Context: an optimization exercise on an open-source flow, tuned for small area and a short achievable clock period. The choices shown serve that exercise and are no tape-out recipe.
At most, simulation tests tie the RTL to the original design; equivalence was not proved.
The RTL of run 1 was laid out without a check of its function.
No activity file was given, so power comes from the tool's default toggle rates.

`design/flow/design.v`:
```
module sc_seed_mix(input wire [7:0] b, input wire [15:0] o, input wire sel, output wire [31:0] p);
  wire t1 = b[3] ^ ~b[0];
  wire t2 = t1 ^ ~1'b0;
  wire t3 = (b[3] & ~b[0]) | (~1'b0 & t1);
  wire t4 = b[3] ^ b[0];
  wire t5 = t4 ^ 1'b0;
  wire t6 = (b[3] & b[0]) | (1'b0 & t4);
  wire t7 = b[7] ^ ~b[4];
  wire t8 = t7 ^ ~b[1];
  wire t9 = (b[7] & ~b[4]) | (~b[1] & t7);
  wire t10 = b[0] ^ ~b[6];
  wire t11 = t10 ^ ~b[3];
  wire t12 = (b[0] & ~b[6]) | (~b[3] & t10);
  wire t13 = b[1] ^ ~b[7];
  wire t14 = t13 ^ ~b[4];
  wire t15 = (b[1] & ~b[7]) | (~b[4] & t13);
  wire t16 = b[2] ^ ~b[5];
  wire t17 = t16 ^ ~b[0];
  wire t18 = (b[2] & ~b[5]) | (~b[0] & t16);
  wire t19 = b[3] ^ ~b[6];
  wire t20 = t19 ^ ~b[1];
  wire t21 = (b[3] & ~b[6]) | (~b[1] & t19);
  wire t22 = b[4] ^ ~b[7];
  wire t23 = t22 ^ ~b[2];
  wire t24 = (b[4] & ~b[7]) | (~b[2] & t22);
  wire t25 = b[5] ^ ~b[3];
  wire t26 = t25 ^ ~1'b0;
  wire t27 = (b[5] & ~b[3]) | (~1'b0 & t25);
  wire t28 = b[6] ^ ~b[4];
  wire t29 = t28 ^ ~b[0];
  wire t30 = (b[6] & ~b[4]) | (~b[0] & t28);
  wire t31 = b[7] ^ ~b[5];
  wire t32 = t31 ^ ~b[1];
  wire t33 = (b[7] & ~b[5]) | (~b[1] & t31);
  wire t34 = b[0] ^ ~b[7];
  wire t35 = t34 ^ ~b[3];
  wire t36 = (b[0] & ~b[7]) | (~b[3] & t34);
  wire t37 = b[1] ^ ~b[4];
  wire t38 = t37 ^ ~1'b0;
  wire t39 = (b[1] & ~b[4]) | (~1'b0 & t37);
  wire t40 = b[2] ^ ~b[5];
  wire t41 = t40 ^ ~1'b0;
  wire t42 = (b[2] & ~b[5]) | (~1'b0 & t40);
  wire t43 = b[3] ^ ~b[6];
  wire t44 = t43 ^ ~b[0];
  wire t45 = (b[3] & ~b[6]) | (~b[0] & t43);
  wire t46 = b[4] ^ ~b[7];
  wire t47 = t46 ^ ~b[1];
  wire t48 = (b[4] & ~b[7]) | (~b[1] & t46);
  wire t49 = b[5] ^ ~b[2];
  wire t50 = t49 ^ ~1'b0;
  wire t51 = (b[5] & ~b[2]) | (~1'b0 & t49);
  wire t52 = b[6] ^ ~b[3];
  wire t53 = t52 ^ ~1'b0;
  wire t54 = (b[6] & ~b[3]) | (~1'b0 & t52);
  wire t55 = b[7] ^ b[0];
  wire t56 = t55 ^ ~b[4];
  wire t57 = (b[7] & b[0]) | (~b[4] & t55);
  wire t58 = b[1] ^ ~b[5];
  wire t59 = t58 ^ ~1'b0;
  wire t60 = (b[1] & ~b[5]) | (~1'b0 & t58);
  wire t61 = b[2] ^ b[0];
  wire t62 = t61 ^ ~b[6];
  wire t63 = t3 ^ b[4];
  wire t64 = t63 ^ ~b[1];
  wire t65 = (t3 & b[4]) | (~b[1] & t63);
  wire t66 = t9 ^ ~b[5];
  wire t67 = t66 ^ ~b[2];
  wire t68 = (t9 & ~b[5]) | (~b[2] & t66);
  wire t69 = t33 ^ ~b[6];
  wire t70 = t69 ^ ~b[2];
  wire t71 = (t33 & ~b[6]) | (~b[2] & t69);
  wire t72 = t54 ^ t56;
  wire t73 = t72 ^ ~1'b0;
  wire t74 = (t54 & t56) | (~1'b0 & t72);
  wire t75 = t60 ^ t62;
  wire t76 = t75 ^ ~1'b0;
  wire t77 = t65 ^ b[5];
  wire t78 = t77 ^ ~b[2];
  wire t79 = (t65 & b[5]) | (~b[2] & t77);
  wire t80 = t71 ^ ~b[7];
  wire t81 = t80 ^ ~b[3];
  wire t82 = (t71 & ~b[7]) | (~b[3] & t80);
  wire t83 = t74 ^ t57;
  wire t84 = t83 ^ t59;
  wire t85 = (t74 & t57) | (t59 & t83);
  wire t86 = t79 ^ b[6];
  wire t87 = t86 ^ ~t5;
  wire t88 = (t79 & b[6]) | (~t5 & t86);
  wire t89 = t82 ^ ~b[4];
  wire t90 = t89 ^ ~b[0];
  wire t91 = (t82 & ~b[4]) | (~b[0] & t89);
  wire t92 = t88 ^ t8;
  wire t93 = t92 ^ ~t6;
  wire t94 = (t88 & t8) | (~t6 & t92);
  wire t95 = t91 ^ ~b[5];
  wire t96 = t95 ^ ~b[1];
  wire t97 = (t91 & ~b[5]) | (~b[1] & t95);
  wire t98 = t97 ^ ~b[6];
  wire t99 = t98 ^ ~b[2];
  wire t100 = (t97 & ~b[6]) | (~b[2] & t98);
  wire [31:0] ra0 = {t85, t84, t73, t51, t48, t45, t42, t39, t36, t100, t99, t96, t90, t81, t70, t30, t27, t24, t21, t18, t15, t12, t68, t94, t93, t87, t78, t64, t2, b[2], b[1], b[0]};
  wire [31:0] rb0 = {t76, 1'b0, 1'b0, t53, t50, t47, t44, t41, t38, t35, 1'b0, 1'b0, 1'b0, 1'b0, 1'b0, t32, t29, t26, t23, t20, t17, t14, t11, t67, 1'b0, 1'b0, 1'b0, 1'b0, 1'b0, 1'b0, 1'b0, 1'b0};
  wire t101 = o[2] ^ o[0];
  wire t102 = t101 ^ 1'b0;
  wire t103 = (o[2] & o[0]) | (1'b0 & t101);
  wire t104 = o[4] ^ o[2];
  wire t105 = t104 ^ o[0];
  wire t106 = (o[4] & o[2]) | (o[0] & t104);
  wire t107 = o[5] ^ o[3];
  wire t108 = t107 ^ o[1];
  wire t109 = (o[5] & o[3]) | (o[1] & t107);
  wire t110 = o[6] ^ o[4];
  wire t111 = t110 ^ o[2];
  wire t112 = (o[6] & o[4]) | (o[2] & t110);
  wire t113 = o[7] ^ o[5];
  wire t114 = t113 ^ o[3];
  wire t115 = (o[7] & o[5]) | (o[3] & t113);
  wire t116 = o[8] ^ o[6];
  wire t117 = t116 ^ o[4];
  wire t118 = (o[8] & o[6]) | (o[4] & t116);
  wire t119 = o[9] ^ o[7];
  wire t120 = t119 ^ o[5];
  wire t121 = (o[9] & o[7]) | (o[5] & t119);
  wire t122 = o[10] ^ o[8];
  wire t123 = t122 ^ o[6];
  wire t124 = (o[10] & o[8]) | (o[6] & t122);
  wire t125 = o[4] ^ o[2];
  wire t126 = t125 ^ o[0];
  wire t127 = (o[4] & o[2]) | (o[0] & t125);
  wire t128 = o[11] ^ o[9];
  wire t129 = t128 ^ o[7];
  wire t130 = (o[11] & o[9]) | (o[7] & t128);
  wire t131 = o[5] ^ o[3];
  wire t132 = t131 ^ o[1];
  wire t133 = (o[5] & o[3]) | (o[1] & t131);
  wire t134 = o[12] ^ o[10];
  wire t135 = t134 ^ o[8];
  wire t136 = (o[12] & o[10]) | (o[8] & t134);
  wire t137 = o[6] ^ o[4];
  wire t138 = t137 ^ o[2];
  wire t139 = (o[6] & o[4]) | (o[2] & t137);
  wire t140 = o[13] ^ o[11];
  wire t141 = t140 ^ o[9];
  wire t142 = (o[13] & o[11]) | (o[9] & t140);
  wire t143 = o[7] ^ o[5];
  wire t144 = t143 ^ o[3];
  wire t145 = (o[7] & o[5]) | (o[3] & t143);
  wire t146 = o[14] ^ o[12];
  wire t147 = t146 ^ o[10];
  wire t148 = (o[14] & o[12]) | (o[10] & t146);
  wire t149 = o[8] ^ o[6];
  wire t150 = t149 ^ o[4];
  wire t151 = (o[8] & o[6]) | (o[4] & t149);
  wire t152 = o[15] ^ o[13];
  wire t153 = t152 ^ o[11];
  wire t154 = (o[15] & o[13]) | (o[11] & t152);
  wire t155 = o[9] ^ o[7];
  wire t156 = t155 ^ o[5];
  wire t157 = (o[9] & o[7]) | (o[5] & t155);
  wire t158 = o[14] ^ o[12];
  wire t159 = t158 ^ o[2];
  wire t160 = (o[14] & o[12]) | (o[2] & t158);
  wire t161 = o[10] ^ o[8];
  wire t162 = t161 ^ o[6];
  wire t163 = (o[10] & o[8]) | (o[6] & t161);
  wire t164 = o[15] ^ o[13];
  wire t165 = t164 ^ o[3];
  wire t166 = (o[15] & o[13]) | (o[3] & t164);
  wire t167 = o[11] ^ o[9];
  wire t168 = t167 ^ o[7];
  wire t169 = (o[11] & o[9]) | (o[7] & t167);
  wire t170 = o[14] ^ o[4];
  wire t171 = t170 ^ o[0];
  wire t172 = (o[14] & o[4]) | (o[0] & t170);
  wire t173 = o[12] ^ o[10];
  wire t174 = t173 ^ o[8];
  wire t175 = (o[12] & o[10]) | (o[8] & t173);
  wire t176 = o[15] ^ o[5];
  wire t177 = t176 ^ o[1];
  wire t178 = (o[15] & o[5]) | (o[1] & t176);
  wire t179 = o[13] ^ o[11];
  wire t180 = t179 ^ o[9];
  wire t181 = (o[13] & o[11]) | (o[9] & t179);
  wire t182 = o[6] ^ o[2];
  wire t183 = t182 ^ o[0];
  wire t184 = (o[6] & o[2]) | (o[0] & t182);
  wire t185 = o[14] ^ o[12];
  wire t186 = t185 ^ o[10];
  wire t187 = (o[14] & o[12]) | (o[10] & t185);
  wire t188 = o[7] ^ o[3];
  wire t189 = t188 ^ o[1];
  wire t190 = (o[7] & o[3]) | (o[1] & t188);
  wire t191 = o[15] ^ o[13];
  wire t192 = t191 ^ o[11];
  wire t193 = (o[15] & o[13]) | (o[11] & t191);
  wire t194 = o[8] ^ o[4];
  wire t195 = t194 ^ o[2];
  wire t196 = (o[8] & o[4]) | (o[2] & t194);
  wire t197 = o[9] ^ o[5];
  wire t198 = t197 ^ o[3];
  wire t199 = (o[9] & o[5]) | (o[3] & t197);
  wire t200 = o[14] ^ o[12];
  wire t201 = t200 ^ ~1'b0;
  wire t202 = (o[14] & o[12]) | (~1'b0 & t200);
  wire t203 = o[10] ^ o[6];
  wire t204 = t203 ^ o[4];
  wire t205 = (o[10] & o[6]) | (o[4] & t203);
  wire t206 = o[15] ^ o[13];
  wire t207 = t206 ^ ~1'b0;
  wire t208 = (o[15] & o[13]) | (~1'b0 & t206);
  wire t209 = o[11] ^ o[7];
  wire t210 = t209 ^ o[5];
  wire t211 = (o[11] & o[7]) | (o[5] & t209);
  wire t212 = o[12] ^ o[8];
  wire t213 = t212 ^ o[6];
  wire t214 = (o[12] & o[8]) | (o[6] & t212);
  wire t215 = o[13] ^ o[9];
  wire t216 = t215 ^ o[7];
  wire t217 = (o[13] & o[9]) | (o[7] & t215);
  wire t218 = o[14] ^ o[10];
  wire t219 = t218 ^ o[8];
  wire t220 = (o[14] & o[10]) | (o[8] & t218);
  wire t221 = o[15] ^ o[11];
  wire t222 = t221 ^ o[9];
  wire t223 = (o[15] & o[11]) | (o[9] & t221);
  wire t224 = o[12] ^ o[10];
  wire t225 = t224 ^ o[5];
  wire t226 = (o[12] & o[10]) | (o[5] & t224);
  wire t227 = o[13] ^ o[11];
  wire t228 = t227 ^ o[6];
  wire t229 = o[4] ^ o[0];
  wire t230 = t229 ^ ~1'b0;
  wire t231 = t103 ^ o[3];
  wire t232 = t231 ^ o[1];
  wire t233 = (t103 & o[3]) | (o[1] & t231);
  wire t234 = o[0] ^ ~t112;
  wire t235 = t234 ^ ~t114;
  wire t236 = (o[0] & ~t112) | (~t114 & t234);
  wire t237 = o[1] ^ ~t115;
  wire t238 = t237 ^ ~t117;
  wire t239 = (o[1] & ~t115) | (~t117 & t237);
  wire t240 = o[2] ^ o[0];
  wire t241 = t240 ^ ~t118;
  wire t242 = (o[2] & o[0]) | (~t118 & t240);
  wire t243 = o[3] ^ o[1];
  wire t244 = t243 ^ ~t121;
  wire t245 = (o[3] & o[1]) | (~t121 & t243);
  wire t246 = t126 ^ ~t124;
  wire t247 = t246 ^ ~t129;
  wire t248 = (t126 & ~t124) | (~t129 & t246);
  wire t249 = t127 ^ t132;
  wire t250 = t249 ^ ~t130;
  wire t251 = (t127 & t132) | (~t130 & t249);
  wire t252 = t133 ^ t138;
  wire t253 = t252 ^ ~t136;
  wire t254 = (t133 & t138) | (~t136 & t252);
  wire t255 = t142 ^ t147;
  wire t256 = t255 ^ o[0];
  wire t257 = (t142 & t147) | (o[0] & t255);
  wire t258 = t139 ^ t144;
  wire t259 = t258 ^ ~1'b0;
  wire t260 = (t139 & t144) | (~1'b0 & t258);
  wire t261 = t148 ^ t153;
  wire t262 = t261 ^ o[1];
  wire t263 = (t148 & t153) | (o[1] & t261);
  wire t264 = t154 ^ t159;
  wire t265 = t264 ^ 1'b0;
  wire t266 = (t154 & t159) | (1'b0 & t264);
  wire t267 = t160 ^ t165;
  wire t268 = t267 ^ 1'b0;
  wire t269 = (t160 & t165) | (1'b0 & t267);
  wire t270 = t166 ^ t171;
  wire t271 = t270 ^ 1'b0;
  wire t272 = (t166 & t171) | (1'b0 & t270);
  wire t273 = t172 ^ t177;
  wire t274 = t273 ^ 1'b0;
  wire t275 = (t172 & t177) | (1'b0 & t273);
  wire t276 = t178 ^ t183;
  wire t277 = t276 ^ 1'b0;
  wire t278 = (t178 & t183) | (1'b0 & t276);
  wire t279 = t184 ^ t189;
  wire t280 = t279 ^ 1'b0;
  wire t281 = (t184 & t189) | (1'b0 & t279);
  wire t282 = t190 ^ t195;
  wire t283 = t282 ^ 1'b0;
  wire t284 = (t190 & t195) | (1'b0 & t282);
  wire t285 = t193 ^ t201;
  wire t286 = t285 ^ ~t196;
  wire t287 = (t193 & t201) | (~t196 & t285);
  wire t288 = t202 ^ t207;
  wire t289 = t288 ^ ~t199;
  wire t290 = (t202 & t207) | (~t199 & t288);
  wire t291 = t205 ^ t210;
  wire t292 = t291 ^ o[0];
  wire t293 = (t205 & t210) | (o[0] & t291);
  wire t294 = t211 ^ t213;
  wire t295 = t294 ^ o[1];
  wire t296 = (t211 & t213) | (o[1] & t294);
  wire t297 = t214 ^ t216;
  wire t298 = t297 ^ o[2];
  wire t299 = (t214 & t216) | (o[2] & t297);
  wire t300 = t217 ^ t219;
  wire t301 = t300 ^ o[3];
  wire t302 = (t217 & t219) | (o[3] & t300);
  wire t303 = t220 ^ t222;
  wire t304 = t303 ^ o[4];
  wire t305 = (t220 & t222) | (o[4] & t303);
  wire t306 = t223 ^ t225;
  wire t307 = t306 ^ 1'b0;
  wire t308 = (t223 & t225) | (1'b0 & t306);
  wire t309 = t230 ^ ~t226;
  wire t310 = t309 ^ ~t228;
  wire t311 = t233 ^ t105;
  wire t312 = t311 ^ 1'b0;
  wire t313 = (t233 & t105) | (1'b0 & t311);
  wire t314 = t239 ^ t241;
  wire t315 = t314 ^ ~t120;
  wire t316 = (t239 & t241) | (~t120 & t314);
  wire t317 = t242 ^ t244;
  wire t318 = t317 ^ ~t123;
  wire t319 = (t242 & t244) | (~t123 & t317);
  wire t320 = t248 ^ t250;
  wire t321 = t320 ^ ~t135;
  wire t322 = (t248 & t250) | (~t135 & t320);
  wire t323 = t251 ^ t253;
  wire t324 = t323 ^ ~t141;
  wire t325 = (t251 & t253) | (~t141 & t323);
  wire t326 = t254 ^ t259;
  wire t327 = t326 ^ ~t256;
  wire t328 = (t254 & t259) | (~t256 & t326);
  wire t329 = t260 ^ t145;
  wire t330 = t329 ^ t150;
  wire t331 = (t260 & t145) | (t150 & t329);
  wire t332 = t151 ^ t156;
  wire t333 = t332 ^ ~t263;
  wire t334 = (t151 & t156) | (~t263 & t332);
  wire t335 = t157 ^ t162;
  wire t336 = t335 ^ ~t266;
  wire t337 = (t157 & t162) | (~t266 & t335);
  wire t338 = t163 ^ t168;
  wire t339 = t338 ^ ~t269;
  wire t340 = (t163 & t168) | (~t269 & t338);
  wire t341 = t169 ^ t174;
  wire t342 = t341 ^ ~t272;
  wire t343 = (t169 & t174) | (~t272 & t341);
  wire t344 = t175 ^ t180;
  wire t345 = t344 ^ ~t275;
  wire t346 = (t175 & t180) | (~t275 & t344);
  wire t347 = t181 ^ t186;
  wire t348 = t347 ^ ~t278;
  wire t349 = (t181 & t186) | (~t278 & t347);
  wire t350 = t187 ^ t192;
  wire t351 = t350 ^ ~t281;
  wire t352 = (t187 & t192) | (~t281 & t350);
  wire t353 = t286 ^ ~t284;
  wire t354 = t353 ^ ~t198;
  wire t355 = (t286 & ~t284) | (~t198 & t353);
  wire t356 = t287 ^ t289;
  wire t357 = t356 ^ ~t204;
  wire t358 = (t287 & t289) | (~t204 & t356);
  wire t359 = t290 ^ t208;
  wire t360 = t359 ^ o[14];
  wire t361 = (t290 & t208) | (o[14] & t359);
  wire t362 = o[15] ^ ~t293;
  wire t363 = t362 ^ ~t295;
  wire t364 = (o[15] & ~t293) | (~t295 & t362);
  wire t365 = o[0] ^ ~t296;
  wire t366 = t365 ^ ~t298;
  wire t367 = (o[0] & ~t296) | (~t298 & t365);
  wire t368 = o[1] ^ ~t299;
  wire t369 = t368 ^ ~t301;
  wire t370 = (o[1] & ~t299) | (~t301 & t368);
  wire t371 = o[2] ^ ~t302;
  wire t372 = t371 ^ ~t304;
  wire t373 = (o[2] & ~t302) | (~t304 & t371);
  wire t374 = o[3] ^ ~t305;
  wire t375 = t374 ^ ~t307;
  wire t376 = (o[3] & ~t305) | (~t307 & t374);
  wire t377 = t313 ^ t106;
  wire t378 = t377 ^ t108;
  wire t379 = (t313 & t106) | (t108 & t377);
  wire t380 = t319 ^ t245;
  wire t381 = t380 ^ t247;
  wire t382 = (t319 & t245) | (t247 & t380);
  wire t383 = t328 ^ t330;
  wire t384 = t383 ^ ~t257;
  wire t385 = (t328 & t330) | (~t257 & t383);
  wire t386 = t331 ^ t333;
  wire t387 = t386 ^ ~t265;
  wire t388 = (t331 & t333) | (~t265 & t386);
  wire t389 = t334 ^ t336;
  wire t390 = t389 ^ ~t268;
  wire t391 = (t334 & t336) | (~t268 & t389);
  wire t392 = t337 ^ t339;
  wire t393 = t392 ^ ~t271;
  wire t394 = (t337 & t339) | (~t271 & t392);
  wire t395 = t340 ^ t342;
  wire t396 = t395 ^ ~t274;
  wire t397 = (t340 & t342) | (~t274 & t395);
  wire t398 = t343 ^ t345;
  wire t399 = t398 ^ ~t277;
  wire t400 = (t343 & t345) | (~t277 & t398);
  wire t401 = t346 ^ t348;
  wire t402 = t401 ^ ~t280;
  wire t403 = (t346 & t348) | (~t280 & t401);
  wire t404 = t349 ^ t351;
  wire t405 = t404 ^ ~t283;
  wire t406 = (t349 & t351) | (~t283 & t404);
  wire t407 = t358 ^ t360;
  wire t408 = t407 ^ ~t292;
  wire t409 = (t358 & t360) | (~t292 & t407);
  wire t410 = t376 ^ t310;
  wire t411 = t410 ^ ~t308;
  wire t412 = t379 ^ t109;
  wire t413 = t412 ^ t111;
  wire t414 = (t379 & t109) | (t111 & t412);
  wire t415 = t406 ^ t352;
  wire t416 = t415 ^ t354;
  wire t417 = (t406 & t352) | (t354 & t415);
  wire t418 = t409 ^ t361;
  wire t419 = t418 ^ t363;
  wire t420 = (t409 & t361) | (t363 & t418);
  wire t421 = t417 ^ t355;
  wire t422 = t421 ^ t357;
  wire t423 = (t417 & t355) | (t357 & t421);
  wire t424 = t420 ^ t364;
  wire t425 = t424 ^ t366;
  wire t426 = (t420 & t364) | (t366 & t424);
  wire t427 = t426 ^ t367;
  wire t428 = t427 ^ t369;
  wire t429 = (t426 & t367) | (t369 & t427);
  wire t430 = t429 ^ t370;
  wire t431 = t430 ^ t372;
  wire t432 = (t429 & t370) | (t372 & t430);
  wire t433 = t432 ^ t373;
  wire t434 = t433 ^ t375;
  wire t435 = (t432 & t373) | (t375 & t433);
  wire [31:0] ra1 = {t435, t434, t431, t428, t425, t419, t423, t422, t416, t403, t400, t397, t394, t391, t388, t385, t384, t325, t322, t382, t381, t316, t315, t236, t235, ~t413, ~t378, ~t312, ~t232, ~t102, ~o[1], ~o[0]};
  wire [31:0] rb1 = {t411, 1'b0, 1'b0, 1'b0, 1'b0, 1'b0, t408, 1'b0, 1'b0, t405, t402, t399, t396, t393, t390, t387, ~t262, t327, t324, t321, 1'b0, t318, 1'b0, t238, ~t414, 1'b0, 1'b0, 1'b0, 1'b0, 1'b0, 1'b0, ~1'b0};
  wire [31:0] ra = sel ? ra1 : ra0;
  wire [31:0] rb = sel ? rb1 : rb0;
  assign p = ra + rb;
endmodule
module store_cvt (
    input  wire        clk,
    input  wire        rst,
    input  wire        start,
    input  wire [3:0]  cfg_fmt,             
    input  wire        cfg_acc_int,         
    input  wire [1:0]  cfg_round,           
    input  wire [1:0]  cfg_round_default,   
    input  wire        cfg_e5m2_inf,
    input  wire [4:0]  cfg_shift,           
    input  wire [31:0] cfg_sr_seed,
    input  wire [7:0]  cfg_bough,           
    input  wire [15:0] cfg_opseq,           
    input  wire        in_valid,
    input  wire [31:0] in_data,
    input  wire [7:0]  in_scale,            
    output reg         out_valid,
    output reg  [31:0] out_data,
    output reg         out_nan,
    output reg         out_inf,
    output reg         out_sat,
    output reg         out_flush
);
    localparam [1:0] M_RNE = 2'd1, M_RTZ = 2'd2, M_SR = 2'd3;
    reg [3:0] fmt;
    reg       acc;
    reg [1:0] mode;
    reg       e5inf;
    reg [4:0] shift;
    always @(posedge clk) begin
        if (start) begin
            fmt   <= cfg_fmt;
            acc   <= cfg_acc_int;
            mode  <= (cfg_round == 2'd0) ? cfg_round_default : cfg_round;
            e5inf <= cfg_e5m2_inf;
            shift <= cfg_shift;
        end
    end
    wire is_b    = (fmt == 4'h5) || (fmt == 4'h6) || (fmt == 4'h7);
    wire dst_int = (fmt == 4'h9) || (fmt == 4'hA) || (fmt == 4'hB);
    wire k_fl    = !acc && !fmt[3];              
    wire k_log   = !acc && (fmt == 4'h8);        
    wire k_fi    = !acc && dst_int;              
    wire k_ii    = acc && dst_int;               
    wire k_if    = acc && !dst_int;              
    wire cp32    = !acc && (fmt == 4'h0);        
    wire rtz     = (mode == M_RTZ);
    wire sr_mode = (mode == M_SR);
    reg        iv;
    reg [31:0] id;
    reg [7:0]  isc;
    reg [7:0]  bough;
    reg        ph1, ph2;
    always @(posedge clk) begin
        iv       <= !rst && in_valid;
        id[31:16] <= in_data[31:16];
        id[15:0] <= start ? cfg_opseq : in_data[15:0];
        isc      <= in_scale;
        if (start)
            bough <= cfg_bough;
        ph1      <= start;
        ph2      <= ph1;
    end
    reg  [31:0] sr;
    wire [31:0] mix;
    sc_seed_mix u_mix (.b(bough), .o(id[15:0]), .sel(ph1), .p(mix));
    wire [31:0] x0  = {sr[31:1], sr[0] | (sr == 32'd0)};
    wire [31:0] xa  = x0 ^ (x0 << 13);
    wire [31:0] xb  = xa ^ (xa >> 17);
    wire [31:0] xn  = xb ^ (xb << 5);
    reg         mv;
    wire        consume = mv && sr_mode;
    always @(posedge clk) begin
        if (start)
            sr <= cfg_sr_seed;
        else if (ph1 || ph2)
            sr <= sr ^ mix;
        else if (consume)
            sr <= xn;
    end
    wire [15:0] u = xn[31:16];
    wire        s     = id[31];
    wire [7:0]  ef    = id[30:23];
    wire [22:0] fr    = id[22:0];
    wire        hid   = (ef != 8'd0);
    wire        fr_nz = (fr != 23'd0);
    wire        f_max = (ef == 8'hFF);
    wire        f_nan = f_max && fr_nz;
    wire        f_inf = f_max && !fr_nz;
    wire        f_zero = !hid && !fr_nz;
    wire [7:0]  ee    = {ef[7:1], ef[0] | !hid};
    wire [31:0] av = s ? (~id + 32'd1) : id;
    reg  [5:0]  lz;
    integer i;
    always @(*) begin
        lz = 6'd32;
        for (i = 0; i < 32; i = i + 1)
            if (av[i])
                lz = 6'd31 - i[5:0];
    end
    reg  [4:0]         mw;      
    reg  [10:0]        goff;    
    reg  [7:0]         emax;    
    reg  [10:0]        kts;     
    always @(*) begin
        case (fmt[2:0])
            3'd1:    begin mw = 5'd10; goff = 11'h790;   emax = 8'd30;  kts = 11'd150; end
            3'd2:    begin mw = 5'd7;  goff = 11'd0;     emax = 8'd254; kts = 11'd41; end
            3'd3:    begin mw = 5'd3;  goff = 11'h788;   emax = 8'd15;  kts = 11'd165; end
            3'd4:    begin mw = 5'd2;  goff = 11'h790;   emax = 8'd30;  kts = 11'd158; end
            3'd5:    begin mw = 5'd2;  goff = 11'd3;     emax = 8'd7;   kts = 11'd43; end
            3'd6:    begin mw = 5'd3;  goff = 11'd1;     emax = 8'd3;   kts = 11'd44; end
            3'd7:    begin mw = 5'd1;  goff = 11'd1;     emax = 8'd3;   kts = 11'd46; end
            default: begin mw = 5'd23; goff = 11'd0;     emax = 8'd255; kts = 11'd25; end
        endcase
    end
    wire [2:0] lzs = hid ? 3'd0 : fr[22] ? 3'd1 : fr[21] ? 3'd2 : fr[20] ? 3'd3 : 3'd4;
    wire [10:0] xe   = hid ? {3'b0, ee} : (11'd1 - {8'b0, lzs});
    wire [10:0] sb   = is_b ? {3'b0, isc} : 11'd0;
    wire [10:0] e_d  = xe + goff - sb;
    wire        nres = !e_d[10] && (e_d != 11'd0);
    wire        a_big = !e_d[10] && (e_d[9:0] > {2'b0, emax});
    wire        a_atmax = (e_d == {3'b0, emax});
    wire [10:0] ta_n = 11'd47 - {6'b0, mw} - {8'b0, lzs};
    wire [10:0] ta_s = kts + sb - {3'b0, ee};
    wire [10:0] ta   = nres ? ta_n : ta_s;
    reg  [31:0] wa;
    always @(*) begin
        if (!nres)
            wa = {8'b0, hid, fr};
        else case (lzs)
            3'd0:    wa = {1'b0, e_d[7:0], fr};
            3'd1:    wa = {8'b0, e_d[1:0], fr[21:0]};
            3'd2:    wa = {9'b0, e_d[1:0], fr[20:0]};
            default: wa = {10'b0, e_d[1:0], fr[19:0]};
        endcase
    end
    function [15:0] ltab(input [2:0] f);
        case (f)
            3'd0: ltab = 16'h8000;
            3'd1: ltab = 16'h8B96;
            3'd2: ltab = 16'h9838;
            3'd3: ltab = 16'hA5FF;
            3'd4: ltab = 16'hB505;
            3'd5: ltab = 16'hC567;
            3'd6: ltab = 16'hD745;
            default: ltab = 16'hEAC1;
        endcase
    endfunction
    function [16:0] lmid(input [2:0] f);
        case (f)
            3'd0: lmid = 17'h08000 + 17'h08B96;
            3'd1: lmid = 17'h08B96 + 17'h09838;
            3'd2: lmid = 17'h09838 + 17'h0A5FF;
            3'd3: lmid = 17'h0A5FF + 17'h0B505;
            3'd4: lmid = 17'h0B505 + 17'h0C567;
            3'd5: lmid = 17'h0C567 + 17'h0D745;
            3'd6: lmid = 17'h0D745 + 17'h0EAC1;
            default: lmid = 17'h0EAC1 + 17'h10000;
        endcase
    endfunction
    wire [15:0] q16 = {1'b1, fr[22:8]};
    wire [16:0] q17 = {1'b1, fr[22:7]};
    wire        lo8 = (fr[7:0] != 8'd0);
    wire        lo7 = (fr[6:0] != 7'd0);
    reg  [7:1]  c_t;
    reg  [7:0]  c_m;
    integer k;
    always @(*) begin
        for (k = 1; k < 8; k = k + 1)
            c_t[k] = (q16 >= ltab(k));
        for (k = 0; k < 8; k = k + 1)
            c_m[k] = (q17 > lmid(k)) || ((q17 == lmid(k)) && (lo7 || k[0]));
    end
    wire [2:0] i_rtz = {c_t[4], (c_t[2] && !c_t[4]) || c_t[6],
                        (c_t[1] && !c_t[2]) || (c_t[3] && !c_t[4]) || (c_t[5] && !c_t[6]) || c_t[7]};
    wire [3:0] i_rne = {c_m[7], c_m[3] && !c_m[7], (c_m[1] && !c_m[3]) || (c_m[5] && !c_m[7]),
                        (c_m[0] && !c_m[1]) || (c_m[2] && !c_m[3]) || (c_m[4] && !c_m[5]) || (c_m[6] && !c_m[7])};
    wire [3:0]  lhi   = ee[3:0] + 4'd9;        
    wire [3:0]  lhr   = lhi + {3'd0, i_rne[3]};
    wire [6:0]  l_rne = {lhr, i_rne[2:0]};
    reg  [6:0]  lval;
    reg         lsat;
    always @(*) begin
        lsat = 1'b0;
        if (!hid) begin
            lval = 7'd0;
        end else if (ee > 8'd134) begin
            lval = 7'd127;
            lsat = 1'b1;
        end else if (ee == 8'd134) begin
            lsat = (q16 > 16'hEAC1) || ((q16 == 16'hEAC1) && lo8);
            if (rtz)
                lval = {4'hF, i_rtz};
            else
                lval = (i_rne[3] || (i_rne[2:0] == 3'd7)) ? 7'd127 : {4'hF, i_rne[2:0]};
        end else if (ee >= 8'd119) begin
            if (rtz)
                lval = {lhi, i_rtz};
            else if (ee == 8'd119 && i_rne == 4'd0)
                lval = 7'd1;
            else
                lval = l_rne;
        end else if (ee == 8'd118) begin
            lval = (!rtz && ((q16 > 16'h8B96) || ((q16 == 16'h8B96) && lo8))) ? 7'd1 : 7'd0;
        end else begin
            lval = 7'd0;
        end
    end
    wire [10:0] tb_ = 11'd174 - {3'b0, ee};
    reg fi_big;
    always @(*) begin
        case (fmt)
            4'h9:    fi_big = (ee >= 8'd135);
            4'hA:    fi_big = (ee >= 8'd131);
            default: fi_big = (ee >= 8'd159) || ((ee == 8'd158) && !(s && !fr_nz));
        endcase
    end
    reg  [31:0]        w1;
    reg  [10:0]        t1w;
    reg                big1, atmax1, inf1, nan1, zin1;
    always @(*) begin
        w1     = 32'd0;
        t1w    = 11'd0;
        big1   = 1'b0;
        atmax1 = 1'b0;
        inf1   = f_inf;
        nan1   = f_nan || (is_b && isc == 8'hFF);
        zin1   = f_zero;
        if (k_fl) begin
            w1     = wa;
            t1w    = ta;
            big1   = !cp32 && (f_inf || a_big);
            atmax1 = !cp32 && a_atmax;
        end else if (k_log) begin
            w1     = {2'b0, lval, fr};
            t1w    = 11'd47;
            big1   = f_inf || lsat;
        end else if (k_fi) begin
            w1     = {8'b0, hid, fr};
            t1w    = tb_;
            big1   = f_inf || fi_big;
        end else begin
            w1     = av;
            t1w    = k_ii ? ((fmt == 4'hB) ? 11'd24 : {6'b0, shift} + 11'd24) : (11'd32 - {5'b0, lz});
            inf1   = 1'b0;
            nan1   = 1'b0;
            zin1   = (id == 32'd0);
        end
    end
    wire [6:0] t1 = t1w[10] ? 7'd0 : (t1w > 11'd72) ? 7'd72 : t1w[6:0];
    reg [31:0]        w2;
    reg [6:0]         t2;
    reg               s2, big2, atmax2, inf2, nan2, zin2;
    always @(posedge clk) begin
        mv     <= !rst && iv;
        w2     <= w1;
        t2     <= t1;
        s2     <= s;
        big2   <= big1;
        atmax2 <= atmax1;
        inf2   <= inf1;
        nan2   <= nan1;
        zin2   <= zin1;
    end
    wire [6:0]   tt   = t2;
    wire [103:0] wide = {w2, 72'b0} >> tt;
    wire [31:0]  n    = wide[79:48];
    wire [15:0]  r16  = wide[47:32];
    wire         stk  = (wide[31:0] != 32'd0);
    wire [7:0]   e_if = 8'd126 + {1'b0, t2};
    wire [31:0]  inc_in = (k_if && !zin2) ? {1'b0, e_if, n[22:0]} : n;
    reg up;
    always @(*) begin
        if (k_log)
            up = 1'b0;
        else case (mode)
            M_RNE:   up = r16[15] && ((r16[14:0] != 15'd0) || stk || n[0]);
            M_SR:    up = (u < r16);
            default: up = 1'b0;
        endcase
    end
    wire        isint = k_fi || k_ii;
    wire        neg   = isint && s2;
    wire [31:0] inc   = (inc_in ^ {32{neg}}) + {31'd0, up ^ neg};
    wire        n2z   = (n == 32'd0) && !up;
    reg cf;
    always @(*) begin
        case (fmt)
            4'h1:    cf = inc[10];
            4'h2:    cf = inc[7];
            4'h3:    cf = inc[7] || (inc[2:0] == 3'd7);
            4'h4:    cf = inc[2];
            4'h5:    cf = inc[5];
            4'h6:    cf = inc[5];
            default: cf = inc[3];
        endcase
    end
    wire ovf = big2 || (atmax2 && cf);
    wire ii_big = k_ii && (fmt == 4'h9 ? (n[31:8] != 24'd0) : fmt == 4'hA ? (n[31:4] != 28'd0) : 1'b0);
    wire has_inf = (fmt == 4'h1) || (fmt == 4'h2) || ((fmt == 4'h4) && e5inf);
    wire inf_res = has_inf && (inf2 || !rtz);
    reg [31:0] maxp, infp, nanp;
    always @(*) begin
        case (fmt)
            4'h1:    begin maxp = {16'd0, s2, 15'h7BFF}; infp = {16'd0, s2, 15'h7C00}; nanp = {16'd0, s2, 15'h7E00}; end
            4'h2:    begin maxp = {16'd0, s2, 15'h7F7F}; infp = {16'd0, s2, 15'h7F80}; nanp = {16'd0, s2, 15'h7FC0}; end
            4'h3:    begin maxp = {24'd0, s2, 7'h7E};    infp = {24'd0, s2, 7'h7E};    nanp = {24'd0, s2, 7'h7F};    end
            4'h4:    begin maxp = {24'd0, s2, 7'h7B};    infp = {24'd0, s2, 7'h7C};    nanp = {24'd0, s2, 7'h7F};    end
            4'h5:    begin maxp = {26'd0, s2, 5'h1F};    infp = maxp;                  nanp = 32'd0;                 end
            4'h6:    begin maxp = {26'd0, s2, 5'h1F};    infp = maxp;                  nanp = 32'd0;                 end
            4'h7:    begin maxp = {28'd0, s2, 3'h7};     infp = maxp;                  nanp = 32'd0;                 end
            4'h8:    begin maxp = {24'd0, s2, 7'h7F};    infp = maxp;                  nanp = 32'd0;                 end
            4'h9:    begin maxp = s2 ? 32'h80 : 32'h7F;  infp = maxp;                  nanp = 32'd0;                 end
            4'hA:    begin maxp = s2 ? 32'h8 : 32'h7;    infp = maxp;                  nanp = 32'd0;                 end
            4'hB:    begin maxp = s2 ? 32'h8000_0000 : 32'h7FFF_FFFF; infp = maxp;     nanp = 32'd0;                 end
            default: begin maxp = 32'd0;                 infp = 32'd0;                 nanp = 32'd0;                 end
        endcase
    end
    reg [31:0] body;
    always @(*) begin
        if (acc)
            case (fmt)
                4'h9:    body = {24'd0, inc[7:0]};
                4'hA:    body = {28'd0, inc[3:0]};
                4'hB:    body = inc;
                default: body = {s2, inc[30:0]};
            endcase
        else
            case (fmt)
                4'h0:    body = {s2, inc[30:0]};
                4'h1, 4'h2: body = {16'd0, s2, inc[14:0]};
                4'h3, 4'h4, 4'h8: body = {24'd0, s2, inc[6:0]};
                4'h5, 4'h6: body = {26'd0, s2, inc[4:0]};
                4'h7:    body = {28'd0, s2, inc[2:0]};
                4'h9:    body = {24'd0, inc[7:0]};
                4'hA:    body = {28'd0, inc[3:0]};
                default: body = inc;
            endcase
    end
    reg satk;
    always @(*) begin
        case (fmt)
            4'h9:    satk = s2 ? (inc[8] && !inc[7]) : (inc[8] || inc[7]);
            4'hA:    satk = s2 ? (inc[4] && !inc[3]) : (inc[4] || inc[3]);
            default: satk = 1'b0;
        endcase
    end
    reg [31:0] res;
    reg        c_nan, c_inf, c_sat, c_flush;
    always @(*) begin
        res     = body;
        c_nan   = 1'b0;
        c_inf   = 1'b0;
        c_sat   = 1'b0;
        c_flush = 1'b0;
        if (cp32) begin
            c_nan = nan2;
            c_inf = inf2;
        end else if (nan2) begin
            res   = nanp;
            c_nan = 1'b1;
        end else if (isint) begin
            if (big2 || ii_big || satk) begin
                res   = maxp;
                c_sat = 1'b1;
            end else begin
                c_flush = n2z && !zin2;
            end
        end else if (ovf) begin
            if (inf_res) begin
                res   = infp;
                c_inf = 1'b1;
            end else begin
                res   = maxp;
                c_sat = 1'b1;
            end
        end else begin
            c_flush = n2z && !zin2;
        end
    end
    always @(posedge clk) begin
        out_valid <= !rst && mv;
        out_data  <= res;
        out_nan   <= c_nan;
        out_inf   <= c_inf;
        out_sat   <= c_sat;
        out_flush <= c_flush;
    end
endmodule
```
`design/flow/flow/run.sh`:
```
#!/bin/bash
set -euo pipefail
export SETUP_SLACK_MARGIN=23.0
export SKIP_GATE_CLONING=1
bash standard.sh > make.log 2>&1
```
`design/flow/standard.sh`:
```
#!/bin/bash
# synth_recipe.tcl (not shown) runs the flow's synth.tcl, then flattens the netlist and writes it again
# the make line also repeats each setting of config.mk as NAME=value (left out here)
make -C /OpenROAD-flow-scripts/flow DESIGN_CONFIG=/design/flow/config.mk WORK_HOME=/design/flow/orfs CLKGATE_MAP_FILE= SYNTH_SCRIPT=/design/flow/synth_recipe.tcl "${@:-finish}"
```
`design/flow/config.mk`:
```
export PLATFORM = sky130hd
export DESIGN_NAME = store_cvt
export DESIGN_NICKNAME = store_cvt
export VERILOG_FILES = /design/flow/design.v
export SDC_FILE = /design/flow/constraint.sdc
export NUM_CORES = 4
export LEC_CHECK = 0
export ABC_AREA = 1
export CAP_MARGIN = 20
export CORE_MARGIN = 2
export CORE_UTILIZATION = 50
export PLACE_DENSITY = 0.6
export SLEW_MARGIN = 20
```
`design/flow/constraint.sdc`:
```
create_clock -name core_clock -period 30.0 [get_ports {clk}]
set_input_delay 6.0000 -clock core_clock [delete_from_list [all_inputs] [get_ports {clk}]]
set_output_delay 6.0000 -clock core_clock [all_outputs]
set_load 0.01 [all_outputs]
```
==> impl_metrics.yaml, run 1 <==
power_and_ir_drop:
  peakVddDrop_uv: 40.3
  power.internal_uw: 959
  p_clk_share_pct: 11.2
  combPwrFrac_pct: 70.9
  cellLeakagePower_uw: 0.0112
  powerDensity_nw_per_um2: 87.1
  sequentialPowerShare_pct: 17.9
  p_total_uw: 2110
  power.net_switching_uw: 1150
  swShare_pct: 54.5
floorplanning:
  fp.coreArea_um2: 42900
  die_w_um: 212
  start_util_pct: 50.5
  rows: 76
  die_area_um2: 45000
  die_height_um: 212
  io_pins: 152
synth:
  synth_cell_types: 82
  ys_ff_latch: 179
  synth_top_area_share_pct: 13.1
  ys.flop_type: "dfxtp_1"
  synth-edff-count: 53
  yosysSeqAreaShare_pct: 19.0
  synthTopCellsByArea: "nand2_1, dfxtp_1, fa_1"
  synthCells: 3221
  synth_common_cells: "nand2_1, inv_1, nor2_1"
  post-synth-top-area-cell: "nand2_1"
  synth.most_common_cell: "nand2_1"
  syn_nets: 3563
  ys_warn_count: 1
  syn_area_um2: 21700
  syn_area_per_cell_um2: 6.73
  postSynth.asyncResetShare_pct: 0
worst_setup_path:
  max_stage_delay_ps: 310
  crit_chain: "buf_2"
  crit_buf_inv: 1
  crit_path_max_fanout: 1
  worstPathRequired_ps: 24000
  path_delay_family: "flip-flops"
  end_kind: "primary output"
  crit_arrival_ps: 940
  crit_path_start_kind: "flop"
  worst_path_max_delay_cell: "dfxtp_1"
  critPathKind: "flop to primary output"
  r2r_slack_ps: 23400
clock_tree:
  clk_latency_ps: 510
  root_buffer: "clkbuf_16"
  cts_tree: "done"
  cts_buffer_depth: 2
  cts.sinks: 179
  clkSlewWorstSetupHoldPaths_ps: 70
  cts_made_buffers: 17
  htree_num_levels: 4
run:
  drv_cap: 0
sta:
  fin_tns_setup_ps: 0
  hold_viol: 0
  setup_violations: 0
  fmax_ghz: 0.144
  fin_crit_sh_pct: 23.1
  clock_skew_ps: 12.9
  final.min_clock_period_ps: 6940
  tightest_slew_ps: 1140
  finalMaxSlewViolations: 0
  rsz0062_at_grt: "false"
  relSlewSlack_pct: 24.0
routing:
  ant_nets: 0
  vias: 22294
  firstDrtPassIters: 6
  drt_first_iter_violations: 2513
  wirelength_um: 74600
  wire_per_inst_um: 19.1
  via_per_inst: 5.70
  drcViolationCount: 0
global_routing:
  grt_pass1_vias: 20971
  grt_max_degree: 68
  grt_pass1_wl_um: 116000
  antenna_found_initial: 1
  grt-ovfl-total: 0
  grt.total_usage_pct: 33.4
finish:
  drive_above_1_share_pct: 7.63
  num_antenna_cells: 0
  fin_area_um2: 24200
  fin_nets: 3656
  syn_to_final_growth_pct: 11.8
  fill_cells: 4253
run_status:
  status: "complete, no violations"
min_path:
  hold_path_class: "flop to flop"
placed_design:
  gp_congestion: 0.969
  dp_hpwl_um: 60000
  place_area_um2: 23600
  portBuffers: 151
-- kinds of logic after synthesis --
family,count (synthesis),share of synthesized area [%]
and+or+nand+nor,1394,27.5
muxes,10,0.462
adders and majority gates,227,17.3
DFF,179,19.0
buffers and inverters,591,10.7
AOI/OAI and AO/OA,649,18.0
xor gates and xnor gates,171,7.10
-- power by group through the flow --
stage	registers, uW	clock network, uW	logic [uW]
2_1_floorplan	369	0	1040
3_3_place_gp	379	0	1440
3_5_place_dp	380	0	1460
4_1_cts	375	240	1460
5_1_grt	383	249	1660
6_report	377	235	1500
-- layout by cell type (no fill, tap or decap), drive strengths merged, types with 10 or more instances in the layout --
master,instances
nor3,60
a31oi,20
edfxtp,53
ha,107
nand3,148
or2,26
o21ai,311
o22ai,18
mux2i,10
xor2,120
a21oi,159
o211ai,29
inv,473
clkbuf,19
nor2,319
xnor2,51
nor4,24
o31ai,14
nand4,32
o221ai,16
nand2,768
clkinv,16
buf,72
fa,120
dfxtp,126
clkdlybuf4s50,113
-- per-stage QoR --
step	hold slack, ps	std cells	utilization (%)	setup WS [ps]
floorplan	329	3221	-	22960
global placement	398	3865	55.0	21840
detailed placement	410	3865	55.0	21790
CTS	421	3903	56.2	23030
global route	451	3912	56.5	23000
finish	416	3912	56.5	23060
-- path summary, 6_finish.rpt --
check	startpoint	endpoint	cells after the start
setup / recovery	out_data[14]$_DFF_P_	out_data[14]	1
hold / removal	iv$_DFF_P_	mv$_DFF_P_	2
setup reg to reg	id[12]$_DFF_P_	sr[31]$_DFFE_PP_	16
hold reg to reg	iv$_DFF_P_	mv$_DFF_P_	2
-- sequential cells by signal (all words and copies together), names as in the netlist, 2 cells and up --
signal / flops
isc: 8
w2: 32
shift: 5
out_data: 32
bough: 8
sr: 32
id: 32
fmt: 4
t2: 7
mode: 2
-- per-layer routing --
layer  track usage, %  up-vias  share of wire, %
met4             8.84        0               2.2
met2             51.4     1036                44
met5                0        -                 0
met1             47.8    10414                45
li1                 -    10723                 -
met3             6.26      121               9.3
-- layout make-up --
cell class	count	area (um2)	area share, %
multi-input combinational	2451	15300	63.1
clock buffer	18	439	1.81
sequential	179	4120	17.0
clock inverter	14	175	0.723
inverter	479	1830	7.54
tap	585	732	3.02
timing repair buffer	186	1640	6.78
-- repair_timing --
item	CTS	global route
setup endpoints to repair	118	81
pin swaps	1	1
resized for setup	156	30
hold buffers	0	0
setup buffers	6	9
==> inputs of run 2 (changes only) <==
--- a/design/flow/design.v
+++ b/design/flow/design.v
@@ -745,42 +745,27 @@
     wire has_inf = (fmt == 4'h1) || (fmt == 4'h2) || ((fmt == 4'h4) && e5inf);
     wire inf_res = has_inf && (inf2 || !rtz);
-    reg [31:0] maxp, infp, nanp;
+    reg [31:0] vmask, smask, nanm, infm, maxm;
+    reg        nan_sgn;
     always @(*) begin
-        case (fmt)
-            4'h1:    begin maxp = {16'd0, s2, 15'h7BFF}; infp = {16'd0, s2, 15'h7C00}; nanp = {16'd0, s2, 15'h7E00}; end
-            4'h2:    begin maxp = {16'd0, s2, 15'h7F7F}; infp = {16'd0, s2, 15'h7F80}; nanp = {16'd0, s2, 15'h7FC0}; end
-            4'h3:    begin maxp = {24'd0, s2, 7'h7E};    infp = {24'd0, s2, 7'h7E};    nanp = {24'd0, s2, 7'h7F};    end
-            4'h4:    begin maxp = {24'd0, s2, 7'h7B};    infp = {24'd0, s2, 7'h7C};    nanp = {24'd0, s2, 7'h7F};    end
-            4'h5:    begin maxp = {26'd0, s2, 5'h1F};    infp = maxp;                  nanp = 32'd0;                 end
-            4'h6:    begin maxp = {26'd0, s2, 5'h1F};    infp = maxp;                  nanp = 32'd0;                 end
-            4'h7:    begin maxp = {28'd0, s2, 3'h7};     infp = maxp;                  nanp = 32'd0;                 end
-            4'h8:    begin maxp = {24'd0, s2, 7'h7F};    infp = maxp;                  nanp = 32'd0;                 end
-            4'h9:    begin maxp = s2 ? 32'h80 : 32'h7F;  infp = maxp;                  nanp = 32'd0;                 end
-            4'hA:    begin maxp = s2 ? 32'h8 : 32'h7;    infp = maxp;                  nanp = 32'd0;                 end
-            4'hB:    begin maxp = s2 ? 32'h8000_0000 : 32'h7FFF_FFFF; infp = maxp;     nanp = 32'd0;                 end
-            default: begin maxp = 32'd0;                 infp = 32'd0;                 nanp = 32'd0;                 end
+        vmask = 32'h7FFF_FFFF; smask = 32'h8000_0000;
+        nanm = 32'd0; infm = 32'd0; maxm = 32'd0; nan_sgn = 1'b0;
+        casez ({acc, fmt})
+            5'b?_1001: begin vmask = 32'hFF;        smask = 32'd0; end
+            5'b?_1010: begin vmask = 32'hF;         smask = 32'd0; end
+            5'b?_1011: begin vmask = 32'hFFFF_FFFF; smask = 32'd0; end
+            5'b0_0001: begin vmask = 32'h7FFF; smask = 32'h8000; nanm = 32'h7E00; infm = 32'h7C00; maxm = 32'h7BFF; nan_sgn = 1'b1; end
+            5'b0_0010: begin vmask = 32'h7FFF; smask = 32'h8000; nanm = 32'h7FC0; infm = 32'h7F80; maxm = 32'h7F7F; nan_sgn = 1'b1; end
+            5'b0_0011: begin vmask = 32'h7F;   smask = 32'h80;   nanm = 32'h7F;   infm = 32'h7E;   maxm = 32'h7E;   nan_sgn = 1'b1; end
+            5'b0_0100: begin vmask = 32'h7F;   smask = 32'h80;   nanm = 32'h7F;   infm = 32'h7C;   maxm = 32'h7B;   nan_sgn = 1'b1; end
+            5'b0_0101,
+            5'b0_0110: begin vmask = 32'h1F;   smask = 32'h20;   infm = 32'h1F;   maxm = 32'h1F; end
+            5'b0_0111: begin vmask = 32'h7;    smask = 32'h8;    infm = 32'h7;    maxm = 32'h7;  end
+            5'b0_1000: begin vmask = 32'h7F;   smask = 32'h80;   infm = 32'h7F;   maxm = 32'h7F; end
+            default:   ;
         endcase
     end
-    reg [31:0] body;
-    always @(*) begin
-        if (acc)
-            case (fmt)
-                4'h9:    body = {24'd0, inc[7:0]};
-                4'hA:    body = {28'd0, inc[3:0]};
-                4'hB:    body = inc;
-                default: body = {s2, inc[30:0]};
-            endcase
-        else
-            case (fmt)
-                4'h0:    body = {s2, inc[30:0]};
-                4'h1, 4'h2: body = {16'd0, s2, inc[14:0]};
-                4'h3, 4'h4, 4'h8: body = {24'd0, s2, inc[6:0]};
-                4'h5, 4'h6: body = {26'd0, s2, inc[4:0]};
-                4'h7:    body = {28'd0, s2, inc[2:0]};
-                4'h9:    body = {24'd0, inc[7:0]};
-                4'hA:    body = {28'd0, inc[3:0]};
-                default: body = inc;
-            endcase
-    end
+    wire [31:0] sgn  = smask & {32{s2}};
+    wire [31:0] body = (inc & vmask) | sgn;
+    wire [31:0] lim  = s2 ? (vmask & ~(vmask >> 1)) : (vmask >> 1);    
     reg satk;
     always @(*) begin
@@ -803,9 +788,9 @@
             c_inf = inf2;
         end else if (nan2) begin
-            res   = nanp;
+            res   = nanm | (nan_sgn ? sgn : 32'd0);
             c_nan = 1'b1;
         end else if (isint) begin
             if (big2 || ii_big || satk) begin
-                res   = maxp;
+                res   = lim;
                 c_sat = 1'b1;
             end else begin
@@ -813,11 +798,7 @@
             end
         end else if (ovf) begin
-            if (inf_res) begin
-                res   = infp;
-                c_inf = 1'b1;
-            end else begin
-                res   = maxp;
-                c_sat = 1'b1;
-            end
+            res   = (inf_res ? infm : maxm) | sgn;
+            c_inf = inf_res;
+            c_sat = !inf_res;
         end else begin
             c_flush = n2z && !zin2;
==> design/flow/flow/run.sh (replaced) <==
#!/bin/bash
set -euo pipefail
export SETUP_SLACK_MARGIN=23.0
export SKIP_GATE_CLONING=1
export BUFFER_PORTS_ARGS="-buffer_cell sky130_fd_sc_hd__buf_1"
bash standard.sh > make.log 2>&1
==> run 2 against run 1 <==
  * Highest routed layer is now met5
  * Die area is 2.9% lower
  * Sequential power about the same
  * Area after synthesis decreased by 2.9%
  * Hold slack gained 0.50 ps
  * Count of clock-buffer cells in the layout grew 4
  * Routed wire length shrank 4.1%
  * Global-route usage shrank 0.41 points
  * Synthesized cell count shrank 3.4%
  * Final area decreased by 5.8%
  * Critical endpoint is now sr[7]$_DFFE_PP_
  * Combinational power shrank 3%
==> impl_metrics.yaml, run 2 <==
sta:
  finalMaxSlewViolations: 0
  fmax_ghz: 0.143
  fin_tns_setup_ps: 0
  final.min_clock_period_ps: 6980
  tightest_slew_ps: 894
  setup_violations: 0
  clock_skew_ps: 12.4
  fin_crit_sh_pct: 23.3
  rsz0062_at_grt: "false"
  hold_viol: 0
  relSlewSlack_pct: 39.6
synth:
  syn_nets: 3452
  synth.most_common_cell: "nand2_1"
  synth_fa_ha_area_share_pct: 17.8
  ys.flop_type: "dfxtp_1"
  postSynth.asyncResetShare_pct: 0
  synth_cell_types: 76
  syn_area_per_cell_um2: 6.76
  synthCells: 3110
  syn_area_um2: 21000
  synth-xor-area-share_pct: 7.31
  synth_common_cells: "nand2_1, inv_1, nor2_1"
  yosysSeqAreaShare_pct: 19.6
  post-synth-top-area-cell: "nand2_1"
  synth_top_area_share_pct: 13.3
  synth-edff-count: 53
  yosys.area_share.simple_pct: 26.5
  synth_top_family_by_area: "simple AND/OR/NAND/NOR gates"
  ys_ff_latch: 179
  ys_warn_count: 1
  synthTopCellsByArea: "nand2_1, dfxtp_1, fa_1"
  synth_mux_area_share_pct: 0.476
  synth_compound_area_share_pct: 17.9
worst_setup_path:
  max_stage_delay_ps: 300
  worst_path_max_delay_cell: "buf_12"
  crit_path_max_fanout: 68
  worstPathRequired_ps: 30250
  crit_arrival_ps: 7230
  end_kind: "flop"
  critPathKind: "input pin to flop"
  crit_path_start_kind: "input pin"
  crit_chain: "buf_2, buf_12, nor2_4, buf_4, o21ai_0, a21oi_1, a211o_1"
routing:
  wire_per_inst_um: 19.0
  firstDrtPassIters: 6
  drcViolationCount: 0
  drt_first_iter_violations: 2051
  vias: 21449
  wirelength_um: 71600
  via_per_inst: 5.69
  ant_nets: 0
finish:
  final_common_cell: "nand2_1"
  fin_nets: 3559
  final_cell_mix: "nand2_1, inv_1, nor2_1"
  syn_to_final_growth_pct: 8.53
  fin_cells: 3769
  drive_above_1_share_pct: 5.79
clock_tree:
  root_buffer: "clkbuf_16"
  cts.sinks: 179
  clk_latency_ps: 490
  cts_made_buffers: 17
  htree_num_levels: 4
  clkSlewWorstSetupHoldPaths_ps: 70
  cts_buffer_depth: 2
  cts_tree: "done"
global_routing:
  grt.total_usage_pct: 32.9
  grt_pass1_vias: 20198
  grt_max_degree: 69
  grt_pass1_wl_um: 112000
  antenna_found_initial: 2
  grt-ovfl-total: 0
floorplanning:
  rows: 75
  die_area_um2: 43700
  start_util_pct: 50.4
  fp.coreArea_um2: 41800
  die_height_um: 209
  die_w_um: 209
  io_pins: 152
power_and_ir_drop:
  peakVddDrop_uv: 41.8
  cellLeakagePower_uw: 0.0105
  powerDensity_nw_per_um2: 90.4
placed_design:
  portBuffers: 151
  gp_congestion: 0.988
  dp_cells: 3721
  dp_hpwl_um: 57900
min_path:
  hold_path_class: "flop to flop"
run:
  drv_cap: 0
run_status:
  status: "complete, no violations"
==> run 2: layer usage <==
layer  GRT usage, %  wire, um  part of all wire, %  up-vias
met5              0        13                0.018        -
met4           9.58      1540                  2.2        2
met3           6.66      5850                  8.2      111
met2           50.5     31100                   43      917
met1           46.9     33000                   46     9997
li1               -         -                    -    10422
==> run 2: per-stage QoR <==
step	hold slack, ps	util (%)	total power [uW]	setup WS [ps]	instance area [um2]
floorplan	371	-	1380	22940	21100
global placement	399	52.7	1770	21370	22000
CTS	421	54.3	2030	23000	22700
finish	416	54.7	2060	23020	22800
detailed placement	412	52.7	1790	21220	22000
global route	433	54.7	2250	22970	22800
==> run 2: cells by family after synthesis <==
family | after synthesis
simple gates | 1328
compound gates | 631
buf+inv | 562
fa+ha+maj | 227
flops | 179
xor+xnor | 173
mux | 10
==> run 2: where the power goes <==
part	leakage, uW	internal (uW)	total, uW	switching [uW]
Combinational	0.00864	505	1450	950
Sequential	0.00160	316	376	60.4
Clock	0.000294	131	233	102
Total	0.0105	952	2060	1110
==> run 2: path summary, 6_finish.rpt <==
| path | start | cells after the start | to | slack, ps |
|---|---|---|---|---|
| worst min-delay path | iv$_DFF_P_ | 2 | mv$_DFF_P_ | 420 |
| worst min register to register | iv$_DFF_P_ | 2 | mv$_DFF_P_ | 420 |
| worst max-delay path | start | 7 | sr[7]$_DFFE_PP_ | 23020 |
| worst max register to register | id[15]$_DFF_P_ | 17 | sr[31]$_DFFE_PP_ | 23410 |
==> run 2: what timing repair did <==
| action | 4_1_cts | 5_1_grt |
|---|---|---|
| gates resized for setup | 8 | 23 |
| setup buffers | 4 | 12 |
| hold buffers | 0 | 0 |
| pin swaps | 1 | 4 |
| endpoints found under the setup margin | 79 | 54 |
==> run 2: final cells by class <==
cell class | count | area, um2
inverter | 458 | 1750
sequential | 179 | 4120
fill | 4258 | 18900
tap | 539 | 674
antenna | 1 | 2.50
multi-input combinational | 2369 | 14800
timing repair buffer | 192 | 903
clock buffer | 22 | 518
clock inverter | 9 | 90.1
==> run 2: worst max-delay path: cells and delay by family <==
kind,cells,cell delay (ps)
buffers and inverters,3,570
AOI/OAI and AO/OA,3,430
and+or+nand+nor,1,140

[re-timing with driven ports]
The results above use ideal ports. As a check the final layouts listed here were re-extracted and re-timed, cells and wires unchanged. Step 1 (the two cells are an assumption about what drives the block):
set clk [get_ports {clk}]
set_driving_cell -lib_cell sky130_fd_sc_hd__clkbuf_16 $clk
set_driving_cell -lib_cell sky130_fd_sc_hd__buf_2 [delete_from_list [all_inputs] $clk]
Step 2 moves the port delays by t, midway between the first and last clock arrival at a register: inputs arrive t later, outputs are due t later. That takes back most of the time a late clock gives input paths. Three values: ideal, step 1, step 2; two values: the first two.
run | t, ns | setup slack, ns | pins driven straight from the clock port
run 1 | 0.559 | 23.055 / 22.994 / 22.494 | 1
run 2 | 0.548 | 23.023 / 22.981 / 22.515 | 1
After both steps setup and hold are still met in every run listed. For run 1, which loses most, drivers alone change the setup slack by -0.061 ns; drivers and shift together by -0.561 ns.
